This design comes from an exercise in tuning for small area, a short achievable clock period and few clock cycles on the open sky130 flow, not from production work. In this exercise RTL edits were held to simulation tests only and were not proved equivalent to the original. Power figures rest on the tool's default switching activity, not on a simulated workload.

// bale_decoder
module bale_decoder (
    input  wire        clk,
    input  wire        rst,
    input  wire        in_valid,
    output wire        in_ready,
    input  wire [7:0]  in_data,
    input  wire        in_last,
    output wire        out_valid,
    input  wire        out_ready,
    output wire [7:0]  out_data,
    output reg         done,
    output wire        bad,
    output wire        crc_fail,
    output wire [31:0] label
);
clock: 9.0 ns
lec_check: 0
cap_margin: 20
core_margin: 2
core_utilization: 40
cts_buf_list: sky130_fd_sc_hd__clkbuf_8
setup_slack_margin: 5
slew_margin: 20
tns_end_percent: 0
run.sh (not shown) runs the stock make flow with config.mk's settings and CLKGATE_MAP_FILE= SYNTH_SCRIPT=/design/flow/synth_recipe.tcl, a recipe that flattens the netlist after the stock synthesis.
The baseline completed without violations.
Testbench counts at the start, summed over its fixed seeds: cycles 123,047.
Next try:
Settings changed: ABC_CLOCK_PERIOD_IN_PS set to 4500, CTS_BUF_LIST sky130_fd_sc_hd__clkbuf_8 to not set, SETUP_SLACK_MARGIN 5 to 4, TNS_END_PERCENT 0 to not set.
What happened:
- The new run finished clean
- die area is unchanged
- core utilization falls by 1.8 points
- sequential power is about the same

run 1:
Another version of the RTL of bale_decoder (not shown whole).
For scale: about 1900 cells after synthesis, ~270 flip-flops, roughly 58 I/O pins, about 17000 µm² of cells after synthesis.
## bale_decoder
module bale_decoder (
    input  wire        clk,
    input  wire        rst,
    input  wire        in_valid,
    output wire        in_ready,
    input  wire [7:0]  in_data,
    input  wire        in_last,
    output reg         out_valid,
    input  wire        out_ready,
    output reg  [7:0]  out_data,
    output reg         done,
    output reg         bad,
    output reg         crc_fail,
    output wire [31:0] label
);
export LEC_CHECK = 0
export CAP_MARGIN = 20
export CORE_MARGIN = 2
export CORE_UTILIZATION = 40
export CTS_BUF_LIST = sky130_fd_sc_hd__clkbuf_8
export CTS_CLUSTER_SIZE = 30
export SLEW_MARGIN = 20
export TNS_END_PERCENT = 0
create_clock -name core_clock -period 9.0 [get_ports {clk}]
standard.sh (not shown) runs the stock make flow with config.mk's settings and CLKGATE_MAP_FILE= SYNTH_SCRIPT=/design/flow/synth_recipe.tcl, a recipe that flattens the netlist after the stock synthesis.
==> flow/flow/run.sh <==
#!/bin/bash
# The standard layout (standard.sh: standard synthesis through finish),
# with the port buffers that placement inserts on every input and output
# made plain sky130 buf_2 cells instead of the slower delay-buffer cell the
# resizer picks by default, and the setup repair aimed 6 ns above the
# clock period's slack. Make's full output goes to standard.log here; each
# ORFS step also keeps its own log under orfs/logs.
set -euo pipefail
export BUFFER_PORTS_ARGS="-buffer_cell sky130_fd_sc_hd__buf_2"
export SETUP_SLACK_MARGIN=6
bash standard.sh > standard.log 2>&1
Run 1 completed every stage of the flow, and the final layout passed the timing, design-rule and antenna checks.
Testbench counts of run 1, summed over its fixed seeds: cycles 122,630.
#### Input delta (run 2 over run 1)
diff --git a/flow/config.mk b/flow/config.mk
--- a/flow/config.mk
+++ b/flow/config.mk
@@ -12 +11,0 @@
-export CTS_CLUSTER_SIZE = 30
## What came out
The final count of hold timing violations on run 1 is in line with that on run 2. Clock network area share came out exactly the same in run 2 and run 1. Diff run 1..run 2 | sequential share of cell area | unchanged.

bale_decoder, a different RTL version from the one above (not shown whole).
For scale: about 240 flip-flops, roughly 58 I/O pins.
clock: 9.0 ns
lec_check: 0
cap_margin: 20
core_margin: 2
core_utilization: 40
setup_slack_margin: 5
slew_margin: 20
run.sh (not shown) runs the stock make flow with config.mk's settings and CLKGATE_MAP_FILE= SYNTH_SCRIPT=/design/flow/synth_recipe.tcl, a recipe that flattens the netlist after the stock synthesis.
Stock flow here: none of the scripts above is used.
The starting point completed without violations.
Testbench counts at the start, summed over its fixed seeds: cycles 123,055.
Edit:
--- a/flow/config.mk
+++ b/flow/config.mk
@@ -10,0 +11 @@
+export CTS_BUF_LIST = sky130_fd_sc_hd__clkbuf_8
After rerunning: Maximum frequency went up by about 0.5%; final area went down by about 0.4%; routed wire length hardly moves; sequential power stays flat; critical path depth went up by 3.

## lane 1
RTL: one of the versions met above, not the one the previous note started from.
Size: about 1800 cells after synthesis, roughly 58 I/O pins.
==> flow/config.mk <==
export PLATFORM = sky130hd
export DESIGN_NAME = bale_decoder
export DESIGN_NICKNAME = bale_decoder
export VERILOG_FILES = /design/flow/design.v
export SDC_FILE = /design/flow/constraint.sdc
export NUM_CORES = 4
export LEC_CHECK = 0
export CAP_MARGIN = 20
export CORE_MARGIN = 2
export CORE_UTILIZATION = 40
export CTS_BUF_LIST = sky130_fd_sc_hd__clkbuf_8
export SLEW_MARGIN = 20
export TNS_END_PERCENT = 0
==> flow/constraint.sdc <==
create_clock -name core_clock -period 9.0 [get_ports {clk}]
set_input_delay 1.8000 -clock core_clock [delete_from_list [all_inputs] [get_ports {clk}]]
set_output_delay 1.8000 -clock core_clock [all_outputs]
set_load 0.01 [all_outputs]
standard.sh (not shown) runs the stock make flow with config.mk's settings and CLKGATE_MAP_FILE= SYNTH_SCRIPT=/design/flow/synth_recipe.tcl, a recipe that flattens the netlist after the stock synthesis.
==> flow/flow/run.sh <==
#!/bin/bash
# Standard layout (the standard.sh: standard synthesis, floorplan, place,
# CTS, route, finish) with a tighter setup-repair target and power/area
# recovery on non-critical gates after global routing.
set -euo pipefail
export SETUP_SLACK_MARGIN=${SETUP_SLACK_MARGIN_OVERRIDE:-5}
export RECOVER_POWER=100
bash standard.sh > standard.log 2>&1
Completing all stages was not enough for lane 1: its layout failed the final checks because of capacitance limit, slew limit.
Testbench counts of lane 1, summed over its fixed seeds: cycles 123,047.
> inputs changed (lane 1 -> lane 2)
# lane 1
export LEC_CHECK = 0
export CAP_MARGIN = 20
export CORE_MARGIN = 2
export CORE_UTILIZATION = 40
export CTS_BUF_LIST = sky130_fd_sc_hd__clkbuf_8
export SLEW_MARGIN = 20
export TNS_END_PERCENT = 0
create_clock -name core_clock -period 9.0 [get_ports {clk}]
# lane 2
export LEC_CHECK = 0
export CAP_MARGIN = 20
export CORE_MARGIN = 2
export CORE_UTILIZATION = 65
export SETUP_SLACK_MARGIN = 5
export SLEW_MARGIN = 20
create_clock -name core_clock -period 9.0 [get_ports {clk}]
==> flow/run.sh (new file) <==
#!/bin/bash
# synth_recipe.tcl (not shown) runs the flow's synth.tcl, then flattens the netlist and writes it again
# the make line also repeats each setting of config.mk as NAME=value (left out here)
make -C /OpenROAD-flow-scripts/flow DESIGN_CONFIG=/design/flow/config.mk WORK_HOME=/design/flow/orfs CLKGATE_MAP_FILE= SYNTH_SCRIPT=/design/flow/synth_recipe.tcl finish
removed: flow/flow/run.sh
removed: flow/standard.sh
Diff lane 2..lane 1 | hold slack | negligible
Looking at count of non-CTS inverters in the layout across lane 2 and lane 1, the one that comes out lower is lane 1.
Of lane 2 and lane 1, lane 1 shows the lower routed wire length, with lane 2 above it.
Summary of lane 2 and lane 1: one run falls short of a clean finish, namely lane 1.
Input changes introduced in lane 3 (baseline for comparison: lane 2):
# lane 2
export LEC_CHECK = 0
export CAP_MARGIN = 20
export CORE_MARGIN = 2
export CORE_UTILIZATION = 65
export SETUP_SLACK_MARGIN = 5
export SLEW_MARGIN = 20
create_clock -name core_clock -period 9.0 [get_ports {clk}]
# lane 3
export LEC_CHECK = 0
export CAP_MARGIN = 20
export CORE_MARGIN = 2
export CORE_UTILIZATION = 40
export CTS_BUF_LIST = sky130_fd_sc_hd__clkbuf_8
export SETUP_SLACK_MARGIN = 5
export SLEW_MARGIN = 20
export TNS_END_PERCENT = 0
create_clock -name core_clock -period 9.0 [get_ports {clk}]
==> flow/flow/run.sh (new file) <==
#!/bin/bash
# The standard layout (standard.sh: standard synthesis through finish),
# with the port buffers that placement inserts on every input and output
# made plain sky130 buf_2 cells instead of the slower delay-buffer cell the
# resizer picks by default. Make's full output goes to standard.log here;
# each ORFS step also keeps its own log under orfs/logs.
set -euo pipefail
export BUFFER_PORTS_ARGS="-buffer_cell sky130_fd_sc_hd__buf_2"
bash standard.sh > standard.log 2>&1
==> flow/standard.sh (new file) <==
#!/bin/bash
# synth_recipe.tcl (not shown) runs the flow's synth.tcl, then flattens the netlist and writes it again
# the make line also repeats each setting of config.mk as NAME=value (left out here)
make -C /OpenROAD-flow-scripts/flow DESIGN_CONFIG=/design/flow/config.mk WORK_HOME=/design/flow/orfs CLKGATE_MAP_FILE= SYNTH_SCRIPT=/design/flow/synth_recipe.tcl "${@:-finish}"
removed: flow/run.sh
Findings:
Changes observed in lane 3 relative to lane 2: via count went down about 11%; fraction of area in multi-input gates went up 2.1 points; post-route clock period utilization went up 0.90 points; arrival time at the worst endpoint went up 0.08 ns. As far as number of distinct library cell variants in the gate-level netlist after synthesis goes, lane 3 and lane 2 are indistinguishable; the numbers are identical. Diff lane 2 -> lane 3: area added between synthesis and finish shrank by 11 points, non-clock buffer count shrank by 110, post-cts sizing count shrank by about 70%, overall die area grew by about 60%, synthesized-area fraction occupied by and/or/nand/nor cells held steady. Diff lane 2 and lane 3: count of filler cells inserted in the layout higher in lane 3.
Input changes introduced in lane 4 (baseline for comparison: lane 3):
# lane 3
export LEC_CHECK = 0
export CAP_MARGIN = 20
export CORE_MARGIN = 2
export CORE_UTILIZATION = 40
export CTS_BUF_LIST = sky130_fd_sc_hd__clkbuf_8
export SETUP_SLACK_MARGIN = 5
export SLEW_MARGIN = 20
export TNS_END_PERCENT = 0
create_clock -name core_clock -period 9.0 [get_ports {clk}]
# lane 4
export LEC_CHECK = 0
export CAP_MARGIN = 20
export CORE_MARGIN = 2
export CORE_UTILIZATION = 40
export SETUP_SLACK_MARGIN = 5
export SLEW_MARGIN = 20
create_clock -name core_clock -period 9.0 [get_ports {clk}]
==> flow/run.sh (new file) <==
#!/bin/bash
# synth_recipe.tcl (not shown) runs the flow's synth.tcl, then flattens the netlist and writes it again
# the make line also repeats each setting of config.mk as NAME=value (left out here)
make -C /OpenROAD-flow-scripts/flow DESIGN_CONFIG=/design/flow/config.mk WORK_HOME=/design/flow/orfs CLKGATE_MAP_FILE= SYNTH_SCRIPT=/design/flow/synth_recipe.tcl finish
removed: flow/flow/run.sh
removed: flow/standard.sh
==> comparison <==
For the global-route usage, lane 4 came in 0.18 points higher than lane 3 did.
On total number of vias, the lower figure sits with lane 3, not lane 4.
Summary of lane 4 over lane 3: setup slack up 0.060 ns; number of vias per cell up about 0.4%.
Lane 4 ended up with dw[1] as its source of the critical timing path; lane 3 ended up with dw[4].
Here is what was changed in the inputs of lane 5 compared with lane 4.
# lane 4
export LEC_CHECK = 0
export CAP_MARGIN = 20
export CORE_MARGIN = 2
export CORE_UTILIZATION = 40
export SETUP_SLACK_MARGIN = 5
export SLEW_MARGIN = 20
create_clock -name core_clock -period 9.0 [get_ports {clk}]
# lane 5
export LEC_CHECK = 0
export CAP_MARGIN = 20
export CORE_MARGIN = 2
export CORE_UTILIZATION = 40
export SLEW_MARGIN = 20
create_clock -name core_clock -period 9.0 [get_ports {clk}]
Notes after the runs:
- Pre-CTS worst setup slack: lane 5 vs lane 4 down 0.17 ns
- Delta (lane 5 minus lane 4): DRC marker count from the first detailed-route iteration went up, total power saw a decrease.
- The overall fraction of global-route tracks in use reported for lane 5 is smaller than that of lane 4 by 1.2 points.
- Diff lane 5 and lane 4: total routed wirelength lower in lane 5
- Summary of lane 5 over lane 4: share of the cycle needed by the critical path after routing saw an increase; met2 track utilization from global routing went down 2.0 points.
- Compared with lane 4, the router placed fewer vias in lane 5.
- First-pass GRT wire length in lane 5 is 4.3% lower than in lane 4

re-timing with driven ports:
The flow's constraints put no driver on any port. The routed layouts listed below were extracted and timed again, unchanged, in two steps.
Step 1 (the two cells are an assumption about what drives the block):
set clk [get_ports {clk}]
set_driving_cell -lib_cell sky130_fd_sc_hd__clkbuf_16 $clk
set_driving_cell -lib_cell sky130_fd_sc_hd__buf_2 [delete_from_list [all_inputs] $clk]
Step 2 times the ports against the registers' clock, not the clock port: input delays grow and output delays shrink by t, the midpoint of the rising clock arrivals with the driver on.
Slacks: ideal / step 1 / step 2; pairs: ideal / step 1.
run	t, ns	setup slack, ns	hold slack, ns	worst setup path after step 2	cell pins on the clock port's net
the first run of note 1	0.583	4.701 / 4.651 / 4.174	0.460 / 0.460 / 0.460	input to register	1
the second run of note 1	0.572	4.123 / 4.073 / 3.714	0.459 / 0.459 / 0.459	input to register	1
run 1	0.653	5.243 / 5.192 / 4.625	0.441 / 0.441 / 0.441	input to register	1
run 2	0.653	5.243 / 5.192 / 4.625	0.441 / 0.441 / 0.441	input to register	1
the first run of note 3	0.602	4.841 / 4.835 / 4.233	0.488 / 0.488 / 0.488	input to register	1
the second run of note 3	0.631	4.862 / 4.858 / 4.227	0.487 / 0.487 / 0.487	input to register	1
lane 1	0.581	2.944 / 2.972 / 2.391	0.461 / 0.461 / 0.461	input to register	1
lane 2	0.587	4.708 / 4.659 / 4.388	0.459 / 0.459 / 0.459	input to register	1
lane 3	0.601	4.627 / 4.575 / 4.159	0.467 / 0.467 / 0.467	input to register	1
lane 4	0.575	4.686 / 4.635 / 4.522	0.466 / 0.466 / 0.466	input to register	1
lane 5	0.571	3.125 / 3.075 / 3.162	0.459 / 0.459 / 0.459	input to register	1
The setup slack of the second run of note 3, which loses most, moves by -0.004 ns with the drivers and by -0.635 ns with both steps.
